This design comes from an exercise in tuning for small area, a short achievable clock period and few clock cycles per item on the open sky130 flow, not from production work. At most, simulation tests tie the RTL to the original design; equivalence was not proved. No functional check of the RTL was part of run 3. Power and IR drop assume default switching activity.

==> design.v <==
module can_fd_tx (
    input  wire        clk,
    input  wire        rst,
    input  wire        wr_en,
    input  wire [5:0]  wr_addr,
    input  wire [7:0]  wr_data,
    input  wire        start,
    input  wire [28:0] ident,
    input  wire        ide,
    input  wire        rtr,
    input  wire        fdf,
    input  wire        brs,
    input  wire        esi,
    input  wire [3:0]  dlc,
    output reg         busy,
    output wire        tx_valid,
    input  wire        tx_ready,
    output reg         tx_bit,
    output reg  [4:0]  tx_field,
    output reg         tx_stuff,
    output reg         tx_fast,
    output reg         tx_last
);
    localparam [4:0] F_SOF         = 5'h00;
    localparam [4:0] F_BASE_ID     = 5'h01;
    localparam [4:0] F_RTR_SRR     = 5'h02;
    localparam [4:0] F_IDE         = 5'h03;
    localparam [4:0] F_EXT_ID      = 5'h04;
    localparam [4:0] F_RTR2        = 5'h05;
    localparam [4:0] F_FDF         = 5'h06;
    localparam [4:0] F_RES         = 5'h07;
    localparam [4:0] F_BRS         = 5'h08;
    localparam [4:0] F_ESI         = 5'h09;
    localparam [4:0] F_DLC         = 5'h0A;
    localparam [4:0] F_DATA        = 5'h0B;
    localparam [4:0] F_STUFF_COUNT = 5'h0C;
    localparam [4:0] F_CRC         = 5'h0D;
    localparam [4:0] F_CRC_DELIM   = 5'h0E;
    localparam [4:0] F_ACK         = 5'h0F;
    localparam [4:0] F_ACK_DELIM   = 5'h10;
    localparam [4:0] F_EOF         = 5'h11;
    localparam HDR  = 0;    
    localparam DATA = 1;
    localparam CRC  = 2;    
    localparam FDC  = 3;    
    localparam TAIL = 4;    
    localparam [20:0] PM15 = 21'h4599 << 6;
    localparam [20:0] PM17 = 21'h1685B << 4;
    localparam [20:0] PM21 = 21'h102899;
    reg [511:0] buffer;     
    reg [7:0]   w_row;
    reg [7:0]   w_col;
    reg [7:0]   w_data;
    integer     k;
    always @(posedge clk) begin
        w_row  <= (wr_en && idle) ? (8'd1 << wr_addr[5:3]) : 8'd0;
        w_col  <= 8'd1 << wr_addr[2:0];
        w_data <= wr_data;
        for (k = 0; k < 64; k = k + 1)
            if (w_row[k / 8] && w_col[k % 8])
                buffer[8 * k +: 8] <= w_data;
    end
    assign tx_valid = busy;
    reg [39:0] hsr;
    reg        h_ide;
    reg        h_fdf;
    reg        h_brs;      
    reg        h_wide;     
    reg  idle;
    wire accept = start && idle;
    wire        rtr_s = rtr & ~fdf;
    wire [10:0] base  = ide ? ident[28:18] : ident[10:0];
    wire [7:0]  tl_b  = fdf ? {1'b1, 1'b0, brs, esi, dlc} : {1'b0, dlc, 3'b000};
    wire [7:0]  tl_e  = fdf ? {1'b1, 1'b0, brs, esi, dlc} : {2'b00, dlc, 2'b00};
    wire [39:0] hload = {base, ide | rtr_s, ide,
                         ide ? ident[17:10] : tl_b,
                         ident[9:0], rtr_s, tl_e};
    reg [5:0] lm1;
    reg       len0;        
    reg [5:0] lm1_in;
    always @* begin
        case ({fdf, dlc})
            5'h00, 5'h10: lm1_in = 6'd0;    
            5'h09, 5'h0A, 5'h0B, 5'h0C,
            5'h0D, 5'h0E, 5'h0F: lm1_in = 6'd7;
            5'h19: lm1_in = 6'd11;
            5'h1A: lm1_in = 6'd15;
            5'h1B: lm1_in = 6'd19;
            5'h1C: lm1_in = 6'd23;
            5'h1D: lm1_in = 6'd31;
            5'h1E: lm1_in = 6'd47;
            5'h1F: lm1_in = 6'd63;
            5'h01, 5'h11: lm1_in = 6'd0;
            5'h02, 5'h12: lm1_in = 6'd1;
            5'h03, 5'h13: lm1_in = 6'd2;
            5'h04, 5'h14: lm1_in = 6'd3;
            5'h05, 5'h15: lm1_in = 6'd4;
            5'h06, 5'h16: lm1_in = 6'd5;
            5'h07, 5'h17: lm1_in = 6'd6;
            default: lm1_in = 6'd7;    
        endcase
    end
    wire wide_in = fdf & dlc[3] & (dlc[2] | (dlc[1] & dlc[0]));    
    reg [15:0] a_lm;        
    reg [3:0]  a_hi;        
    reg [7:0] p0, p1;
    reg       lastbyte;     
    reg [7:0] rd0, rd1;
    integer i;
    always @* begin
        rd0 = 8'd0;
        rd1 = 8'd0;
        for (i = 0; i < 32; i = i + 1) begin
            if (a_hi[i / 16] && a_lm[i % 16])
                rd0 = rd0 | buffer[8 * i +: 8];
            if (a_hi[2 + i / 16] && a_lm[i % 16])
                rd1 = rd1 | buffer[8 * (32 + i) +: 8];
        end
    end
    always @(posedge clk) begin
        p0 <= rd0;
        p1 <= rd1;
    end
    wire [7:0] nbyte = p0 | p1;
    wire [15:0] l_lm = 16'd1 << lm1[3:0];
    wire [3:0]  l_hi = 4'b0001 << lm1[5:4];
    wire at_last = |(a_lm & l_lm) && |(a_hi & l_hi);
    reg [4:0]  st;          
    reg        h_last;      
    reg [5:0]  cnt;         
    reg [2:0]  run;         
    reg        stuff_due;   
    reg [2:0]  stuff_cnt;   
    reg [20:0] crc;
    wire [2:0]  sc_gray = stuff_cnt ^ (stuff_cnt >> 1);
    wire [3:0]  sc_bits = {sc_gray, ^sc_gray};
    wire [20:0] pmask   = h_fdf ? (h_wide ? PM21 : PM17) : PM15;
    reg [4:0] h_fld;
    reg       h_end;
    reg       h_fast;
    always @* begin
        if (cnt <= 6'd10)      h_fld = F_BASE_ID;
        else if (cnt == 6'd11) h_fld = F_RTR_SRR;
        else if (cnt == 6'd12) h_fld = F_IDE;
        else if (h_ide) begin
            if (cnt <= 6'd30)      h_fld = F_EXT_ID;
            else if (cnt == 6'd31) h_fld = F_RTR2;
            else if (cnt == 6'd32) h_fld = F_FDF;
            else if (cnt == 6'd33) h_fld = F_RES;
            else if (cnt == 6'd34) h_fld = h_fdf ? F_BRS : F_DLC;
            else if (cnt == 6'd35) h_fld = h_fdf ? F_ESI : F_DLC;
            else                   h_fld = F_DLC;
        end else begin
            if (cnt == 6'd13)      h_fld = F_FDF;
            else if (cnt == 6'd14) h_fld = h_fdf ? F_RES : F_DLC;
            else if (cnt == 6'd15) h_fld = h_fdf ? F_BRS : F_DLC;
            else if (cnt == 6'd16) h_fld = h_fdf ? F_ESI : F_DLC;
            else                   h_fld = F_DLC;
        end
        h_end  = (cnt == (h_ide ? (h_fdf ? 6'd38 : 6'd36) : (h_fdf ? 6'd19 : 6'd16)));
        h_fast = h_brs && (cnt >= (h_ide ? 6'd35 : 6'd16));
    end
    wire fd_fsb  = (cnt[2:0] == 3'd0);
    wire fd_sc   = (cnt[5:3] == 3'd0);
    wire fd_end  = (cnt[2:0] == 3'd1) && (cnt[5:3] == (h_wide ? 3'd6 : 3'd5));
    wire d_end   = (cnt[2:0] == 3'd7);           
    wire c_end   = (cnt[3:0] == 4'd14);          
    wire t_last  = (cnt[3:0] == 4'd9);           
    wire from_hsr = st[HDR] || st[DATA] || (st[FDC] && fd_sc && !fd_fsb);
    wire from_crc = st[CRC] || (st[FDC] && !fd_sc && !fd_fsb);
    wire is_fsb   = st[FDC] && fd_fsb;
    wire g_lvl    = from_hsr ? hsr[39] : from_crc ? crc[20] : is_fsb ? ~tx_bit : 1'b1;
    wire dyn_last = (st[HDR] && h_last && len0) || (st[DATA] && d_end && lastbyte);
    wire g_dyn    = st[HDR] || st[DATA] || st[CRC];
    wire g_crc    = st[HDR] || st[DATA] || (st[FDC] && fd_sc && !fd_fsb);
    wire g_ld     = (st[HDR] && h_last && !len0) || (st[DATA] && d_end && !lastbyte);
    reg [4:0] g_fld;
    always @* begin
        g_fld = F_EOF;
        if (st[HDR])  g_fld = h_fld;
        if (st[DATA]) g_fld = F_DATA;
        if (st[CRC])  g_fld = F_CRC;
        if (st[FDC])  g_fld = (fd_sc || (cnt[5:3] == 3'd1 && fd_fsb)) ? F_STUFF_COUNT : F_CRC;
        if (st[TAIL])
            case (cnt[3:0])
                4'd0:    g_fld = F_CRC_DELIM;
                4'd1:    g_fld = F_ACK;
                4'd2:    g_fld = F_ACK_DELIM;
                default: g_fld = F_EOF;
            endcase
    end
    wire g_fast = (st[HDR] && h_fast) || ((st[DATA] || st[FDC]) && h_brs);
    wire load = !idle && tx_ready && !tx_last;
    wire gen  = load && !stuff_due;
    wire        c_in   = stuff_due ? ~tx_bit : hsr[39];
    wire [20:0] crc_st = {crc[19:0], 1'b0} ^ ((c_in ^ crc[20]) ? pmask : 21'd0);
    wire [2:0] g_run = (g_lvl != tx_bit) ? 3'd1 : run + 3'd1;
    always @(posedge clk) begin
        if (rst) begin
            busy <= 1'b0;
            idle <= 1'b1;
        end else if (accept) begin
            busy <= 1'b1;
            idle <= 1'b0;
        end else if (!idle && tx_ready && tx_last) begin
            busy <= 1'b0;
            idle <= 1'b1;
        end
    end
    always @(posedge clk) begin
        if (idle) begin
            hsr       <= hload;
            h_ide     <= ide;
            h_fdf     <= fdf;
            len0      <= fdf ? (dlc == 4'd0) : (rtr || dlc == 4'd0);
            h_last    <= 1'b0;
            h_brs     <= fdf & brs;
            h_wide    <= wide_in;
            lm1       <= lm1_in;
            tx_bit    <= 1'b0;
            tx_field  <= F_SOF;
            tx_stuff  <= 1'b0;
            tx_fast   <= 1'b0;
            tx_last   <= 1'b0;
            st        <= 5'b00001;
            cnt       <= 6'd0;
            a_lm      <= 16'd1;
            a_hi      <= 4'b0001;
            run       <= 3'd1;
            stuff_due <= 1'b0;
            stuff_cnt <= 3'd0;
            crc       <= fdf ? (wide_in ? PM21 : PM17) : 21'd0;
        end else if (load) begin
            if (stuff_due) begin
                tx_bit    <= ~tx_bit;
                tx_stuff  <= 1'b1;
                tx_fast   <= g_fast;
                run       <= 3'd1;
                stuff_due <= 1'b0;
                stuff_cnt <= stuff_cnt + 3'd1;
                if (h_fdf)
                    crc <= crc_st;
            end else begin
                tx_bit    <= g_lvl;
                tx_field  <= g_fld;
                tx_stuff  <= is_fsb;
                tx_fast   <= g_fast;
                tx_last   <= st[TAIL] && t_last;
                run       <= g_run;
                stuff_due <= g_dyn && !(dyn_last && h_fdf) && (g_run == 3'd5);
                cnt <= cnt + 6'd1;
                if (st[HDR] && h_last) begin
                    cnt <= 6'd0;
                    st  <= !len0 ? 5'b00010 : h_fdf ? 5'b01000 : 5'b00100;
                end
                if (st[DATA] && d_end)
                    cnt <= 6'd0;
                if (st[DATA] && d_end && lastbyte) begin
                    st  <= h_fdf ? 5'b01000 : 5'b00100;
                end
                if (st[CRC] && c_end) begin
                    cnt <= 6'd0;
                    st  <= 5'b10000;
                end
                if (st[FDC] && cnt[2:0] == 3'd4)
                    cnt <= {cnt[5:3] + 3'd1, 3'b000};
                if (st[FDC] && fd_end) begin
                    cnt <= 6'd0;
                    st  <= 5'b10000;
                end
                h_last <= h_end;
                hsr <= {hsr[38:0], 1'b0};
                if (g_ld) begin
                    hsr[39:32] <= nbyte;
                    lastbyte   <= at_last;
                    a_lm       <= {a_lm[14:0], a_lm[15]};
                    if (a_lm[15])
                        a_hi <= {a_hi[2:0], a_hi[3]};
                end
                if (dyn_last && h_fdf)
                    hsr[38:35] <= sc_bits;
                if (g_crc)
                    crc <= crc_st;
                else if (!is_fsb)
                    crc <= {crc[19:0], 1'b0};
            end
        end
    end
endmodule
==> run.sh <==
#!/bin/bash
# synth_recipe.tcl (not shown) runs the flow's synth.tcl, then flattens the netlist and writes it again
# the make line also repeats each setting of config.mk as NAME=value (left out here)
make -C /OpenROAD-flow-scripts/flow DESIGN_CONFIG=/design/flow/config.mk WORK_HOME=/design/flow/orfs CLKGATE_MAP_FILE= SYNTH_SCRIPT=/design/flow/synth_recipe.tcl finish
==> config.mk <==
export PLATFORM = sky130hd
export DESIGN_NAME = can_fd_tx
export DESIGN_NICKNAME = can_fd_tx
export VERILOG_FILES = /design/flow/design.v
export SDC_FILE = /design/flow/constraint.sdc
export NUM_CORES = 4
export LEC_CHECK = 0
export ABC_CLOCK_PERIOD_IN_PS = 2300
export CAP_MARGIN = 20
export CORE_MARGIN = 2
export CORE_UTILIZATION = 40
export CTS_CLUSTER_DIAMETER = 150
export CTS_CLUSTER_SIZE = 22
export PLACE_DENSITY = 0.6
export SETUP_SLACK_MARGIN = 2.65
export SLEW_MARGIN = 20
==> constraint.sdc <==
create_clock -name core_clock -period 5.0 [get_ports {clk}]
set_input_delay 1.0000 -clock core_clock [delete_from_list [all_inputs] [get_ports {clk}]]
set_output_delay 1.0000 -clock core_clock [all_outputs]
set_load 0.01 [all_outputs]
==> results of run 1 <==
## kinds of logic after synthesis
| group | synth area share |
|---|---|
| AO/OA/AOI/OAI | 0.129 |
| XOR/XNOR | 0.00535 |
| adder cells (fa/ha/maj) | 0.00811 |
| buffers and inverters | 0.0212 |
| flip-flops | 0.739 |
| multiplexers | 0.0209 |
| AND/OR/NAND/NOR | 0.0764 |
## path summary, 6_finish.rpt
| path | slack (ns) | cells past startpoint | startpoint | to |
|---|---|---|---|---|
| setup / recovery | 2.61 | 7 | dlc[1] | crc[10]$_DFFE_PP_ |
| hold / removal | 0.46 | 2 | tx_fast$_SDFFE_PP0P_ | tx_fast$_SDFFE_PP0P_ |
| setup reg to reg | 2.71 | 6 | a_lm[3]$_SDFFE_PP0P_ | p0[1]$_DFF_P_ |
| hold reg to reg | 0.46 | 2 | tx_fast$_SDFFE_PP0P_ | tx_fast$_SDFFE_PP0P_ |
## area by class of cell
| class | count | share of cell area |
|---|---|---|
| Timing Repair Buffer | 129 | 0.0396 |
| Tap cell | 855 | 0.0365 |
| Sequential cell | 675 | 0.663 |
| Clock inverter | 3 | 0.00167 |
| Multi-Input combinational cell | 929 | 0.220 |
| Clock buffer | 63 | 0.0349 |
| Timing Repair inverter | 3 | 0.000769 |
| Inverter | 29 | 0.00384 |
## registers in the layout, indices dropped and copies added (netlist names), 3 cells and up
| name | cells |
|---|---|
| w_data | 8 |
| run | 3 |
| w_row | 8 |
| lm1 | 6 |
| hsr | 40 |
| cnt | 6 |
| a_hi | 4 |
| p0 | 8 |
| tx_field | 5 |
| st | 5 |
| w_col | 8 |
| crc | 21 |
| buffer | 512 |
| p1 | 8 |
| stuff_cnt | 3 |
| a_lm | 16 |
## stage by stage
step	setup slack, ns	power, mW	cell area, um^2
after floorplan	2.45	6.64	26300
after global placement	1.50	6.81	27800
after detailed placement	1.44	6.82	27800
after CTS	2.63	10.0	29100
after global routing	2.54	10.3	29300
final	2.61	9.98	29300
## metal layers
layer / up-vias / wire length (um)
li1: 7014 / -
met4: 0 / 1300
met1: 8124 / 30200
met5: - / 0
met2: 739 / 33400
met3: 85 / 5950
## repair_timing
action | in CTS | in global routing
gates resized for setup | 38 | 18
gates cloned | 4 | 2
buffers inserted | 17 | 8
setup endpoints to repair | 122 | 80
hold buffers | 0 | 0
pin swaps | 3 | 6
## report_power, final
group	internal, mW	leakage, nW	total [mW]	switching [mW]
logic	0.180	2.85	0.437	0.257
clock network	1.43	0.511	3.24	1.81
registers	6.22	6.10	6.30	0.0793
## synth_stat cells (5+ instances only)
| cell | instances |
|---|---|
| a222oi_1 | 11 |
| a221oi_1 | 45 |
| a21oi_1 | 55 |
| inv_1 | 29 |
| clkbuf_1 | 84 |
| nand3b_1 | 5 |
| nand3_1 | 57 |
| nor3b_1 | 8 |
| nand4_1 | 28 |
| or3_1 | 7 |
| nand2b_1 | 9 |
| a22oi_1 | 149 |
| ha_1 | 17 |
| and3_1 | 9 |
| buf_1 | 21 |
| nor3_1 | 13 |
| xnor2_1 | 12 |
| nand2_1 | 60 |
| dfxtp_1 | 90 |
| a31oi_1 | 8 |
| and2_1 | 65 |
| o211ai_1 | 9 |
| a22o_1 | 55 |
| nor2_1 | 83 |
| o21ai_0 | 64 |
| mux2i_1 | 31 |
| nor2b_1 | 18 |
| mux2_2 | 19 |
| edfxtp_1 | 585 |
| o31ai_1 | 7 |
## worst reg2reg max path: cells and delay by family (launching register included)
family / cells / cell delay, ns
and+or+nand+nor: 1 / 0.25
DFF: 1 / 0.53
AOI/OAI and AO/OA: 4 / 1.02
buffers and inverters: 1 / 0.36
==> run notes, run 1 <==
status=timing/DRC/antenna clean; storage element area=19400 um^2; syn_area_per_cell=15.0 um^2; Worst Hold Slack=0.465 ns; Mapped Nets=1817; final hold vios=0; # nets final=1877; area of the core=64600 um^2; largest net degree at the start of global routing=65; required time of the critical path=5.35 ns; Clock transition at path regs=0.09 ns; Worst-Skew Late Latency=0.61 ns; count of final setup violators=0; Synth-to-Final Area Change=11.8%; Worst EP arrival=2.73 ns; most used cells in the layout excluding fill and tap cells=edfxtp_1 (585), a22oi_1 (149), nor2_1 (81); number of vias per cell=5.94; met2 Use GR=0.337; worst clock skew=0.0288 ns; CP max FO=6; most common cell after layout, fill and taps aside=edfxtp_1; crit path time final=2.39 ns; TritonCTS clock tree=done; drt drc=0; Boundary Pins=68; Final Non-Filler Cells=2686; GRT Total Usage=0.208; Core Util, Final=0.454; setup TNS=0 ns; delay-heaviest family, CP=simple AND/OR/NAND/NOR gates; Netlist cell types=73; Synth area leaders=edfxtp_1 (67%), dfxtp_1 (6.9%), a22oi_1 (4.3%); synthesized cell area=26200 um^2; H-tree Lvls=2; Max Clock Freq=419 MHz; slowest cell on the critical path=clkdlybuf4s50_1; Multi-input gate area=6450 um^2; Bufs and invs on worst path=1; register area share after synthesis=0.739; worst min-delay path category=flip-flop to flip-flop; Placed Cells=2589; CTS buffer count=36; Post-synth EDFFs=585; Routed WL=70900 um; die height=260 um; Final GP Congestion=0.841; Yosys warning total=1; LEAKAGE=9.46 nW; FILL cells=5662; Starting Density=0.406; Slew Limit Fails=0; number of global-route vias before repair=15.3k; wire length of the first global-routing pass=103000 um; Buffers on Ports=67; synthesized flop and latch total=675; DRT Pass-1 Iters=7; clock root buffer=clkbuf_16; Crit Path Class=input pin to flip-flop; share of the synthesized area in the top cell type=0.670; crit path cell chain=clkdlybuf4s50_1 -> ha_1 -> nor2_1 -> or2_2 -> nand3_1 -> nand2_1 -> a211o_1; Slew Limit Headroom=0.399; crit share post-route=0.478; Synth Instances=1743; Critical Path Max Stage Delay=0.61 ns; initial antenna violation count=0; Core Rows=93; main flop type after synthesis=edfxtp_1; CTS sink cnt=675; crit path capture type=flip-flop; Global Route met3 Usage=0.0305; hpwl dp=41900 um; max_cap viols=0; DR WL/cell=26.4 um; RSZ-0062 raised after global routing=yes; area of the die=67600 um^2; CP Launch Type=input pin; CTS Buffer Depth=3; largest area contributor in the netlist=edfxtp_1; GR peak layer=met2; Die W=260 um; total grt overflow=0; Power Density=341 nW/um^2; DR iter-0 viols=2050; share of cells above drive strength 1=0.0950; global routing usage on met1=0.296; ys async rst share=0; Worst Max-Slew Pin Slew=0.902 ns; Post-DRT Antenna Nets=0; antenna cells=0; total via count in the routed design=16.0k; Max VDD drop=0.000288 V
Testbench counts, summed over its fixed seeds: cycles 52,801, bits 49,405.
==> run 2, diff against run 1 <==
==> flow/run.sh (new file) <==
#!/bin/bash
# The standard layout (the standard.sh, unchanged synthesis and steps)
# with two changes made through ORFS's own variables:
#  - the port buffers are buf_2 cells instead of the default delay buffers;
#  - clock tree synthesis gets the same clustering as config.mk but no
#    dummy loads.
# standard.sh's full output goes to standard.log in this folder; ORFS keeps
# each step's log under orfs/logs/.
set -e
export BUFFER_PORTS_ARGS="-buffer_cell sky130_fd_sc_hd__buf_2"
export CTS_ARGS="-sink_clustering_enable -repair_clock_nets -sink_clustering_size 22 -sink_clustering_max_diameter 150 -dont_use_dummy_load"
bash standard.sh > standard.log 2>&1
==> standard.sh (new file) <==
#!/bin/bash
# synth_recipe.tcl (not shown) runs the flow's synth.tcl, then flattens the netlist and writes it again
# the make line also repeats each setting of config.mk as NAME=value (left out here)
make -C /OpenROAD-flow-scripts/flow DESIGN_CONFIG=/design/flow/config.mk WORK_HOME=/design/flow/orfs CLKGATE_MAP_FILE= SYNTH_SCRIPT=/design/flow/synth_recipe.tcl "${@:-finish}"
--- a/config.mk
+++ b/config.mk
@@ -7,3 +7,3 @@
 export LEC_CHECK = 0
-export ABC_CLOCK_PERIOD_IN_PS = 2300
+export ABC_CLOCK_PERIOD_IN_PS = 2200
 export CAP_MARGIN = 20
@@ -14,3 +14,3 @@
 export PLACE_DENSITY = 0.6
-export SETUP_SLACK_MARGIN = 2.65
+export SETUP_SLACK_MARGIN = 2.8
 export SLEW_MARGIN = 20
removed: run.sh
==> run 2 against run 1 <==
  * Total power is 2.5% lower
  * Area after synthesis unchanged
  * Sequential share of layout area up 0.99 points
  * Largest power group unchanged
  * Maximum frequency up 8.8%
  * Register-to-register slack better by 0.09 ns
  * Clock power shrank 8.0%
  * Synthesized cell count stayed put
  * Largest cell class unchanged
  * Wire length down 0.30%
  * Hold slack better by 0.014 ns
==> run notes, run 2 <==
H-tree Lvls=2 (unchanged); setup ws final=2.80 ns (+0.192 ns); die height=260 um (unchanged); LEAKAGE=9.35 nW (-1.2%); main flop type after synthesis=edfxtp_1; clock root buffer=clkbuf_16; Max Clock Freq=456 MHz (+8.8%); TritonCTS clock tree=done; Max VDD drop=0.000254 V (-12%); total grt overflow=0 (unchanged); most common cell after layout, fill and taps aside=edfxtp_1; share of cells above drive strength 1=0.141 (+0.0458); most used cells in the layout excluding fill and tap cells=edfxtp_1 (585), a22oi_1 (149), nor2_1 (81); CTS sink cnt=675 (unchanged); Largest register FFs=512 (unchanged); Crit Path Class=flip-flop to flip-flop; RSZ-0062 raised after global routing=yes; most frequent cell after synthesis=edfxtp_1; DR WL/cell=26.6 um (+0.67%); Post-synth EDFFs=585 (unchanged); Final GP Congestion=0.847 (+0.64%); number of vias per cell=5.98 (+0.56%); crit path cell chain=inv_4 -> ha_4 -> nor2b_4 -> o41a_4 -> o31a_4 -> o21a_1 -> o31a_1; synthesized flop and latch total=675 (unchanged); hold buffers post-CTS=0 (unchanged); count of final setup violators=0 (unchanged); synth cell count leaders=edfxtp_1 (585), a22oi_1 (149), dfxtp_1 (90); CTS buffer count=36 (unchanged); drt drc=0 (unchanged); Slew Limit Headroom=0.462 (+0.0630); register area share after synthesis=0.739 (unchanged); Worst-Skew Late Latency=0.61 ns (about the same); crit share post-route=0.439 (-0.0385); area of the core=64600 um^2 (unchanged); CP Launch Type=flip-flop; DR iter-0 viols=1982 (-3.3%); Clock transition at path regs=0.10 ns (about the same); setup TNS=0 ns (unchanged); Power Density=337 nW/um^2 (-1.1%); final hold vios=0 (unchanged); hpwl dp=40200 um (-4.1%); number of global-route vias before repair=15.1k (-1.4%); Critical Path Max Stage Delay=0.43 ns (-0.18 ns); # nets final=1880 (+0.16%); wire length of the first global-routing pass=102000 um (-0.93%); initial antenna violation count=2 (+2); required time of the critical path=5.31 ns (-0.04 ns); worst min-delay path category=flip-flop to flip-flop; synthesized cell area=26200 um^2 (unchanged); Worst EP arrival=2.51 ns (-0.22 ns); Yosys warning total=1 (unchanged); largest area contributor in the netlist=edfxtp_1; CTS Buffer Depth=3 (unchanged); Synth area leaders=edfxtp_1 (67%), dfxtp_1 (6.9%), a22oi_1 (4.3%); Routed WL=70700 um (-0.30%); Synth Instances=1743 (unchanged); Worst Max-Slew Pin Slew=0.799 ns (-0.103 ns); share of the synthesized area in the top cell type=0.670 (unchanged); GRT Total Usage=0.206 (-0.00201); Post-DRT Antenna Nets=0 (unchanged); syn_area_per_cell=15.0 um^2 (unchanged); top flop regs=buffer: 512 flops, hsr: 40 flops, crc: 21 flops; area of the die=67600 um^2 (unchanged); Die W=260 um (unchanged); Place WS=1.82 ns (+0.380 ns); slowest cell on the critical path=o41a_4; CP max FO=7 (+1); Buffers on Ports=67 (unchanged); DRT Pass-1 Iters=6 (-1); Synth-to-Final Area Change=10.2%; crit path time final=2.20 ns (-0.192 ns); Starting Density=0.406 (unchanged); worst clock skew=0.0705 ns (+0.0417 ns); ys async rst share=0 (unchanged); Slew Limit Fails=0 (unchanged); Mapped Nets=1817 (unchanged); largest reg by FF count=buffer; max_cap viols=0 (unchanged); crit path capture type=flip-flop; Boundary Pins=68 (unchanged); total via count in the routed design=15.9k (-0.41%); Core Rows=93 (unchanged); status=timing/DRC/antenna clean; Netlist cell types=73 (unchanged); largest net degree at the start of global routing=89 (+37%)
run 2: critical path: cells and delay by family, from the launching register on:
family | cells | cell delay, ns
DFF | 1 | 0.38
AOI/OAI and AO/OA | 4 | 1.22
adders and majority gates | 1 | 0.16
and+or+nand+nor | 1 | 0.14
buffers and inverters | 1 | 0.05
run 2: path summary, 6_finish.rpt:
path                        startpoint                   end  slack (ns)  cells after the start
setup / recovery   cnt[0]$_SDFFE_PP0P_     crc[13]$_DFFE_PP_        2.80                      7
hold / removal    tx_fast$_SDFFE_PP0P_  tx_fast$_SDFFE_PP0P_        0.48                      2
setup reg to reg   cnt[0]$_SDFFE_PP0P_     crc[13]$_DFFE_PP_        2.80                      7
hold reg to reg   tx_fast$_SDFFE_PP0P_  tx_fast$_SDFFE_PP0P_        0.48                      2
run 2: cells by family (layout without fill, tap and decap cells):
kind of cell	Yosys count	after routing	share of synthesized area
AOI/OAI and AO/OA	461	464	0.129
buffers and inverters	141	198	0.0212
xor gates and xnor gates	16	16	0.00535
muxes	51	51	0.0209
adders and majority gates	17	17	0.00811
other	0	1	0
DFF	675	675	0.739
and+or+nand+nor	382	383	0.0764
run 2: final cells by class:
cell class | instances | area, um^2
Multi-Input combinational cell | 931 | 6530
Inverter | 29 | 119
Tap cell | 855 | 1070
Clock buffer | 36 | 901
Timing Repair inverter | 4 | 27.5
Antenna cell | 1 | 2.50
Fill cell | 5677 | 35700
Timing Repair Buffer | 129 | 816
Sequential cell | 675 | 19400
run 2: power breakdown:
| part | leakage [nW] | switching, mW | internal [mW] | total [mW] |
|---|---|---|---|---|
| clock network | 0.444 | 1.69 | 1.29 | 2.98 |
| registers | 6.10 | 0.0889 | 6.22 | 6.31 |
| logic | 2.80 | 0.261 | 0.173 | 0.434 |
| total | 9.35 | 2.04 | 7.68 | 9.73 |
run 2: repair_timing:
item,in CTS,in global routing
pin swaps,6,12
setup buffers,17,14
resized for setup,35,22
setup endpoints to repair,122,108
cloned,7,1
run 2: per-stage QoR:
step / utilization / hold WS [ns] / cells / power, mW / area [um^2]
floorplan: - / 0.446 / 1743 / 6.64 / 26300
global placement: 0.425 / 0.457 / 2584 / 6.78 / 27500
detailed placement: 0.425 / 0.464 / 2584 / 6.80 / 27500
CTS: 0.444 / 0.465 / 2644 / 9.75 / 28700
global route: 0.447 / 0.473 / 2660 / 10.0 / 28900
finish: 0.447 / 0.478 / 2660 / 9.73 / 28900
run 2: routing by layer:
metal | routed length (um) | vias to the layer above | GRT usage
li1 | - | 7004 | -
met3 | 5340 | 71 | 0.0265
met1 | 30700 | 8162 | 0.296
met4 | 1140 | 2 | 0.0437
met2 | 33500 | 657 | 0.334
met5 | 13 | - | 0
==> run 3, diff against run 2 <==
--- a/design.v
+++ b/design.v
@@ -129,2 +129,5 @@
     reg        h_last;      
+    reg        f_fsb;       
+    reg        f_sc;        
+    reg        f_crc;       
     reg [5:0]  cnt;         
@@ -168,5 +171,5 @@
     wire t_last  = (cnt[3:0] == 4'd9);           
-    wire from_hsr = st[HDR] || st[DATA] || (st[FDC] && fd_sc && !fd_fsb);
-    wire from_crc = st[CRC] || (st[FDC] && !fd_sc && !fd_fsb);
-    wire is_fsb   = st[FDC] && fd_fsb;
+    wire from_hsr = st[HDR] || st[DATA] || f_sc;
+    wire from_crc = st[CRC] || f_crc;
+    wire is_fsb   = f_fsb;
     wire g_lvl    = from_hsr ? hsr[39] : from_crc ? crc[20] : is_fsb ? ~tx_bit : 1'b1;
@@ -174,3 +177,3 @@
     wire g_dyn    = st[HDR] || st[DATA] || st[CRC];
-    wire g_crc    = st[HDR] || st[DATA] || (st[FDC] && fd_sc && !fd_fsb);
+    wire g_crc    = st[HDR] || st[DATA] || f_sc;
     wire g_ld     = (st[HDR] && h_last && !len0) || (st[DATA] && d_end && !lastbyte);
@@ -216,2 +219,5 @@
             h_last    <= 1'b0;
+            f_fsb     <= 1'b0;
+            f_sc      <= 1'b0;
+            f_crc     <= 1'b0;
             h_brs     <= fdf & brs;
@@ -271,2 +277,15 @@
                 h_last <= h_end;
+                f_fsb <= 1'b0;
+                f_sc  <= 1'b0;
+                f_crc <= 1'b0;
+                if (dyn_last && h_fdf)
+                    f_fsb <= 1'b1;
+                if (st[FDC] && !fd_end) begin
+                    if (cnt[2:0] == 3'd4)
+                        f_fsb <= 1'b1;
+                    else if (fd_sc)
+                        f_sc  <= 1'b1;
+                    else
+                        f_crc <= 1'b1;
+                end
                 hsr <= {hsr[38:0], 1'b0};
==> run 3 against run 2 <==
  * Register-to-register slack better by 0.02 ns
  * Final area decreased by 0.95%
  * Global-route usage is 0.084 points higher
  * Hold slack got worse by 0.024 ns
  * Via count fell by 1.3%
  * Maximum frequency up 0.89%
  * Utilization fell by 0.43 points
  * Area after synthesis decreased by 0.11%
  * Highest routed layer unchanged
==> run notes, run 3 <==
status=timing/DRC/antenna clean; CTS sink cnt=678 (+0.44%); Routed WL=70200 um (-0.58%); Largest register FFs=512 (unchanged); Synth Instances=1722 (-1.2%); setup TNS=0 ns (unchanged); crit path capture type=flip-flop; Buffers on Ports=67 (unchanged); most used cells in the layout excluding fill and tap cells=edfxtp_1 (585), a22oi_1 (111), nor2_1 (78); DR iter-0 viols=1902 (-4.0%); area of the core=64600 um^2 (unchanged); number of global-route vias before repair=15.0k (-0.77%); top flop regs=buffer: 512 flops, hsr: 40 flops, crc: 21 flops; Die W=260 um (about the same); CTS Buffer Depth=3 (unchanged); syn_area_per_cell=15.2 um^2 (+1.1%); synth cell count leaders=edfxtp_1 (585), a22oi_1 (111), dfxtp_1 (93); Pint=7.69 mW (about the same); area of the die=67500 um^2 (-0.10%); ys async rst share=0 (unchanged); total via count in the routed design=15.7k (-1.3%); Yosys warning total=1 (unchanged); share of the synthesized area in the top cell type=0.671 (+0.000704); Worst Max-Slew Pin Slew=0.834 ns (+0.0344 ns); H-tree Lvls=2 (unchanged); drt drc=0 (unchanged); Synth-to-Final Area Change=9.24%; Critical Path Max Stage Delay=0.47 ns (+0.04 ns); max_cap viols=0 (unchanged); clock power share=0.307 (about the same); Worst-Skew Late Latency=0.60 ns (about the same); Starting Density=0.406 (-0.000426); Slew Limit Headroom=0.443 (-0.0180); required time of the critical path=5.42 ns (+0.11 ns); Final GP Congestion=0.807 (-4.7%); number of vias per cell=5.98 (+0.13%); most frequent cell after synthesis=edfxtp_1; largest reg by FF count=buffer; Mapped Nets=1796 (-1.2%); worst clock skew=0.0638 ns (-0.00673 ns); CTS buffer count=36 (unchanged); Core Util, Final=0.443 (-0.00426); slowest cell on the critical path=dfxtp_2; synthesized cell area=26200 um^2 (-0.11%); count of final setup violators=0 (unchanged); Flop pwr share=0.653 (+0.004); GRT Total Usage=0.207 (+0.000840); initial antenna violation count=1 (-1); share of cells above drive strength 1=0.122 (-0.0191); cell mode on critical path=a22o_1; register area share after synthesis=0.742 (+0.00307); DRT Pass-1 Iters=6 (unchanged); FILL cells=5674 (-0.053%); die height=260 um (about the same); Slew Limit Fails=0 (unchanged); RSZ-0062 raised after global routing=no; crit share post-route=0.435 (-0.00389); DR WL/cell=26.8 um (+0.83%); wire length of the first global-routing pass=103000 um (+0.26%); Core Rows=93 (unchanged); largest net degree at the start of global routing=77 (-13%); final hold vios=0 (unchanged); main flop type after synthesis=edfxtp_1; worst min-delay path category=flip-flop to flip-flop; clock root buffer=clkbuf_16; Final Total Pwr=9.71 mW (-0.15%); Netlist cell types=69 (-5.5%); TritonCTS clock tree=done; Crit Path Class=flip-flop to flip-flop; Post-DRT Antenna Nets=0 (unchanged); Synth area leaders=edfxtp_1 (67%), dfxtp_1 (7.1%), a22oi_1 (3.2%); # nets final=1843 (-2.0%); Max VDD drop=0.000219 V (-14%); Post-synth EDFFs=585 (unchanged); Max Clock Freq=460 MHz (+0.89%); largest area contributor in the netlist=edfxtp_1; CP max FO=14 (+7); total grt overflow=0 (unchanged); sw frac=0.208 (-0.00190); synthesized flop and latch total=678 (+0.44%); crit path cell chain=buf_4 -> a22o_1 -> a221oi_1 -> nand4_1 -> a22o_1; combinational share of power=0.041 (-0.004); Boundary Pins=68 (unchanged); Multi-input gate area=6340 um^2 (-2.8%); Worst EP arrival=2.59 ns (+0.08 ns); Net Switching=2.02 mW (-1.0%); LEAKAGE=9.26 nW (-0.98%); CP Launch Type=flip-flop; storage element area=19500 um^2 (+0.22%); crit path time final=2.18 ns (-0.0195 ns); Power Density=340 nW/um^2 (+0.81%); most common cell after layout, fill and taps aside=edfxtp_1; Clock transition at path regs=0.09 ns (about the same); hpwl dp=41200 um (+2.5%)
==> run 3: cell types whose count changed after synthesis, moves of 5 or more <==
| cell | previous run | this run |
|---|---|---|
| a21oi_1 | 55 | 49 |
| a22o_1 | 55 | 76 |
| xnor2_1 | 12 | 17 |
| a22oi_1 | 149 | 111 |
| o21ai_1 | 1 | 7 |
| o21ai_0 | 64 | 58 |
| nor2b_1 | 18 | 11 |
| a221oi_1 | 45 | 61 |
==> run 3: final cells by class <==
| class | instances | share of cell area |
|---|---|---|
| tap | 855 | 0.0374 |
| multi-input combinational | 910 | 0.222 |
| antenna | 1 | 0.0000875 |
| inverter | 27 | 0.00367 |
| clock buffer | 36 | 0.0315 |
| timing repair buffer | 113 | 0.0245 |
| sequential | 678 | 0.680 |
| timing repair inverter | 3 | 0.000787 |
==> run 3: cell families after synthesis <==
group           count (synthesis)  share of synthesized area
compound gates                446                      0.126
mux                            51                     0.0208
flops                         678                      0.742
fa+ha+maj                      17                    0.00812
buf+inv                       135                     0.0202
simple gates                  370                     0.0742
xor+xnor                       25                    0.00836
==> run 3: final timing paths <==
kind | start | endpoint | slack, ns | depth (start not counted)
setup reg to reg | a_lm[4]$_SDFFE_PP0P_ | p1[3]$_DFF_P_ | 2.82 | 5
hold reg to reg | tx_stuff$_SDFFE_PP0P_ | tx_stuff$_SDFFE_PP0P_ | 0.45 | 2
hold / removal | tx_stuff$_SDFFE_PP0P_ | tx_stuff$_SDFFE_PP0P_ | 0.45 | 2
setup / recovery | a_lm[4]$_SDFFE_PP0P_ | p1[3]$_DFF_P_ | 2.82 | 5
==> run 3: power by group through the flow <==
stage | Clock (mW) | Combinational [mW] | Sequential (mW)
CTS | 3.03 | 0.383 | 6.34
detailed placement | 0 | 0.374 | 6.47
global placement | 0 | 0.366 | 6.47
global route | 3.22 | 0.439 | 6.36
finish | 2.98 | 0.396 | 6.34
floorplan | 0 | 0.246 | 6.45
==> run 3: what timing repair did <==
action,4_1_cts,5_1_grt
hold buffers,0,0
pin swaps,1,4
setup buffers,2,10
resized for setup,17,20
endpoints found under the setup margin,93,115
cloned,4,0
==> run 3: critical path, delay by kind of cell, from the launching register on <==
family / cells / cell delay (ns)
AO/OA/AOI/OAI: 3 / 0.95
AND/OR/NAND/NOR: 1 / 0.35
buffers and inverters: 1 / 0.27
flip-flops: 1 / 0.47
==> run 3: metal layers <==
| layer | routed length (um) | vias up | GRT usage |
|---|---|---|---|
| met1 | 30500 | 7988 | 0.304 |
| met5 | 13 | - | 0 |
| met4 | 1270 | 2 | 0.0420 |
| met3 | 5870 | 94 | 0.0297 |
| met2 | 32600 | 723 | 0.327 |
| li1 | - | 6888 | - |
==> run 3: per-stage QoR <==
stage	cell area, um^2	cells	hold WS [ns]	setup slack [ns]
2_1_floorplan	26200	1722	0.448	2.65
3_3_place_gp	27500	2570	0.446	1.94
3_5_place_dp	27500	2570	0.444	1.88
4_1_cts	28500	2612	0.457	2.66
5_1_grt	28600	2622	0.467	2.80
6_report	28600	2623	0.454	2.82
==> run 4, diff against run 3 <==
--- a/design.v
+++ b/design.v
@@ -105,21 +105,22 @@
     reg [3:0]  a_hi;        
-    reg [7:0] p0, p1;
-    reg       lastbyte;     
-    reg [7:0] rd0, rd1;
-    integer i;
+    reg [31:0] pq;          
+    reg        lastbyte;    
+    reg [31:0] rq;
+    integer i, q, n;
     always @* begin
-        rd0 = 8'd0;
-        rd1 = 8'd0;
-        for (i = 0; i < 32; i = i + 1) begin
-            if (a_hi[i / 16] && a_lm[i % 16])
-                rd0 = rd0 | buffer[8 * i +: 8];
-            if (a_hi[2 + i / 16] && a_lm[i % 16])
-                rd1 = rd1 | buffer[8 * (32 + i) +: 8];
-        end
+        rq = 32'd0;
+        for (q = 0; q < 4; q = q + 1)
+            for (i = 0; i < 16; i = i + 1)
+                if (a_lm[i])
+                    rq[8 * q +: 8] = rq[8 * q +: 8] | buffer[8 * (16 * q + i) +: 8];
     end
-    always @(posedge clk) begin
-        p0 <= rd0;
-        p1 <= rd1;
+    always @(posedge clk)
+        pq <= rq;
+    reg [7:0] nbyte;
+    always @* begin
+        nbyte = 8'd0;
+        for (n = 0; n < 4; n = n + 1)
+            if (a_hi[n])
+                nbyte = nbyte | pq[8 * n +: 8];
     end
-    wire [7:0] nbyte = p0 | p1;
     wire [15:0] l_lm = 16'd1 << lm1[3:0];
==> run 4 against run 3 <==
  * Count of clock-buffer cells in the layout rose by 1
  * Critical endpoint is now hsr[28]$_DFFE_PP_
  * Largest cell class unchanged
  * Synthesized cell count is 0.70% lower
  * Die area grew 1.0%
  * Still clean
  * Clock skew down 0.0011 ns
  * Setup slack gained 0.050 ns
  * Clock power grew 2%
==> run notes, run 4 <==
status=timing/DRC/antenna clean; Power Density=343 nW/um^2 (+0.91%); CTS buffer count=37 (+2.8%); die height=261 um (+0.50%); drt drc=0 (unchanged); Critical Path Max Stage Delay=0.68 ns (+0.21 ns); Slew Limit Fails=0 (unchanged); main flop type after synthesis=edfxtp_1; crit share post-route=0.425 (-0.0100); Largest register FFs=512 (unchanged); final hold vios=0 (unchanged); synth cell count leaders=edfxtp_1 (585), a221oi_1 (130), a22o_1 (130); LEAKAGE=9.29 nW (+0.37%); setup ws final=2.87 ns (+0.0501 ns); DRT Pass-1 Iters=5 (-1); number of global-route vias before repair=14.9k (-0.65%); count of final setup violators=0 (unchanged); delay-heaviest family, CP=flip-flops; wire length of the first global-routing pass=99500 um (-3.2%); Netlist cell types=71 (+2.9%); GRT Total Usage=0.197 (-0.00937); antenna cells=0 (-1); crit path cell chain=nor3_4 -> nor2_4 -> clkinvlp_4; Crit Path Class=flip-flop to flip-flop; CTS Buffer Depth=3 (unchanged); Post-synth EDFFs=585 (unchanged); initial antenna violation count=0 (-1); Core Rows=94 (+1.1%); top flop regs=buffer: 512 flops, hsr: 40 flops, pq: 32 flops; worst min-delay path category=flip-flop to flip-flop; Clock transition at path regs=0.09 ns (about the same); Boundary Pins=68 (unchanged); hpwl dp=40300 um (-2.2%); ys async rst share=0 (unchanged); DR WL/cell=26.0 um (-2.9%); CP Launch Type=flip-flop; most common cell after layout, fill and taps aside=edfxtp_1; Mapped Nets=1784 (-0.67%); Bufs and invs on worst path=1 (unchanged); setup TNS=0 ns (unchanged); total grt overflow=0 (unchanged); syn_area_per_cell=15.5 um^2 (+1.7%); crit path capture type=flip-flop; Met1 Routed Length=29700 um (-2.8%); synthesized cell area=26500 um^2 (+1.0%); most used cells in the layout excluding fill and tap cells=edfxtp_1 (585), a22o_1 (130), a221oi_1 (130); TritonCTS clock tree=done; DR iter-0 viols=1685 (-11%); Die W=261 um (+0.50%); worst clock skew=0.0627 ns (-0.00112 ns); Max Clock Freq=470 MHz (+2.4%); RSZ-0062 raised after global routing=yes; number of vias per cell=5.93 (-0.88%); Core Util, Final=0.441 (-0.00207); # nets final=1827 (-0.87%); Post-DRT Antenna Nets=0 (unchanged); Final GP Congestion=0.839 (+3.9%); Slew Limit Headroom=0.379 (-0.0641); Buffers on Ports=67 (unchanged); Routed WL=68000 um (-3.2%); CP max FO=42 (+28); largest net degree at the start of global routing=75 (-2.6%); synthesized flop and latch total=694 (+2.4%); total via count in the routed design=15.5k (-1.2%); hold buffers post-CTS=0 (unchanged); FILL cells=5819 (+2.6%); area of the core=65600 um^2 (+1.6%); share of the synthesized area in the top cell type=0.664 (-0.00676); Synth Instances=1710 (-0.70%); clock root buffer=clkbuf_16; required time of the critical path=5.21 ns (-0.21 ns); area of the die=68200 um^2 (+1.0%); Worst-Skew Late Latency=0.60 ns (about the same); Place WS=1.62 ns (-0.265 ns); crit path time final=2.13 ns (-0.0501 ns); Synth area leaders=edfxtp_1 (66%), dfxtp_1 (8.2%), a221oi_1 (4.3%); register area share after synthesis=0.747 (+0.00463); Max VDD drop=0.000263 V (+20%); met2 wire len=31800 um (-2.6%); largest reg by FF count=buffer; DR top layer=met4; H-tree Lvls=2 (unchanged); met3 wire len=5140 um (-12%); share of cells above drive strength 1=0.134 (+0.0125); max_cap viols=0 (unchanged); most frequent cell after synthesis=edfxtp_1; Synth-to-Final Area Change=9.37%; Starting Density=0.403 (-0.00241); largest area contributor in the netlist=edfxtp_1; slowest cell on the critical path=dfxtp_4; CTS sink cnt=694 (+2.4%); Worst Max-Slew Pin Slew=0.930 ns (+0.0960 ns); Worst EP arrival=2.33 ns (-0.26 ns); Yosys warning total=1 (unchanged)
[run 4: cells by family after synthesis]
group / count (synthesis) / synth area share
mux: 39 / 0.0171
fa+ha+maj: 17 / 0.00804
simple gates: 356 / 0.0699
flops: 694 / 0.747
buf+inv: 138 / 0.0204
xor+xnor: 25 / 0.00828
compound gates: 441 / 0.130
[run 4: per-stage QoR]
step | power, mW | cells | cell area [um^2] | hold WS (ns)
finish | 9.91 | 2615 | 28900 | 0.465
global route | 10.2 | 2615 | 28900 | 0.465
CTS | 9.96 | 2598 | 28700 | 0.465
detailed placement | 6.97 | 2554 | 27700 | 0.458
global placement | 6.96 | 2554 | 27700 | 0.455
floorplan | 6.81 | 1710 | 26500 | 0.441
[run 4: report_power, final]
part / total, mW / switching, mW / internal [mW]
Sequential: 6.45 / 0.0759 / 6.38
Clock: 3.05 / 1.72 / 1.33
Combinational: 0.411 / 0.259 / 0.152
[run 4: path summary, 6_finish.rpt]
| check | slack, ns | from | endpoint | depth (start not counted) |
|---|---|---|---|---|
| max | 2.87 | idle$_SDFFE_PP1P_ | hsr[28]$_DFFE_PP_ | 3 |
| min | 0.47 | tx_stuff$_SDFFE_PP0P_ | tx_stuff$_SDFFE_PP0P_ | 2 |
| max reg2reg | 2.87 | idle$_SDFFE_PP1P_ | hsr[28]$_DFFE_PP_ | 3 |
| min reg2reg | 0.47 | tx_stuff$_SDFFE_PP0P_ | tx_stuff$_SDFFE_PP0P_ | 2 |
[run 4: layout make-up]
class,instances,area [um^2],area share
Tap cell,864,1080,0.0374
Sequential cell,694,19800,0.684
Timing Repair inverter,5,35.0,0.00121
Inverter,25,103,0.00355
Timing Repair Buffer,112,702,0.0243
Multi-Input combinational cell,878,6290,0.217
Clock buffer,37,926,0.0320
[run 4: metal layers]
metal  vias up  global-route usage
met1      7959               0.282
met5         -                   0
li1       6849                   -
met2       616               0.318
met3        86              0.0336
met4         0              0.0426
[run 4: worst min-delay path, delay by kind of cell, from the launching register on]
family | cells | cell delay [ns]
AND/OR/NAND/NOR | 1 | 0.06
AO/OA/AOI/OAI | 1 | 0.05
flip-flops | 1 | 0.32
[run 4: repair_timing]
item,CTS,global route
resized for setup,29,22
hold endpoints to repair,0,0
endpoints found under the setup margin,135,113
gates cloned,3,2
setup buffers,4,15
pin swaps,1,4
Testbench counts of run 4, summed over its fixed seeds: cycles 52,801, bits 49,405.

[what the ideal ports hide]
Ports are ideal in the flow. The routed layouts listed here were re-timed in OpenROAD. Step 1 assumes that a clkbuf_16 drives the clock port and a buf_2 every other input. Step 2 also shifts input and output timing later by t, the mid clock arrival at the registers, as if the neighbouring blocks saw the same clock. a / b / c = ideal / step 1 / step 2; a / b = the first two.
| run | t (ns) | setup slack, ns | hold WS [ns] |
|---|---|---|---|
| run 1 | 0.657 | 2.612 / 2.648 / 1.990 | 0.465 / 0.465 / 0.465 |
| run 2 | 0.635 | 2.805 / 2.805 / 2.252 | 0.478 / 0.448 / 0.478 |
| run 3 | 0.630 | 2.824 / 2.808 / 2.365 | 0.454 / 0.454 / 0.454 |
| run 4 | 0.632 | 2.874 / 2.824 / 2.352 | 0.465 / 0.455 / 0.465 |
After both steps setup and hold are still met in every run listed. The setup slack of run 1, which loses most, moves by +0.036 ns with the drivers and by -0.622 ns with both steps.
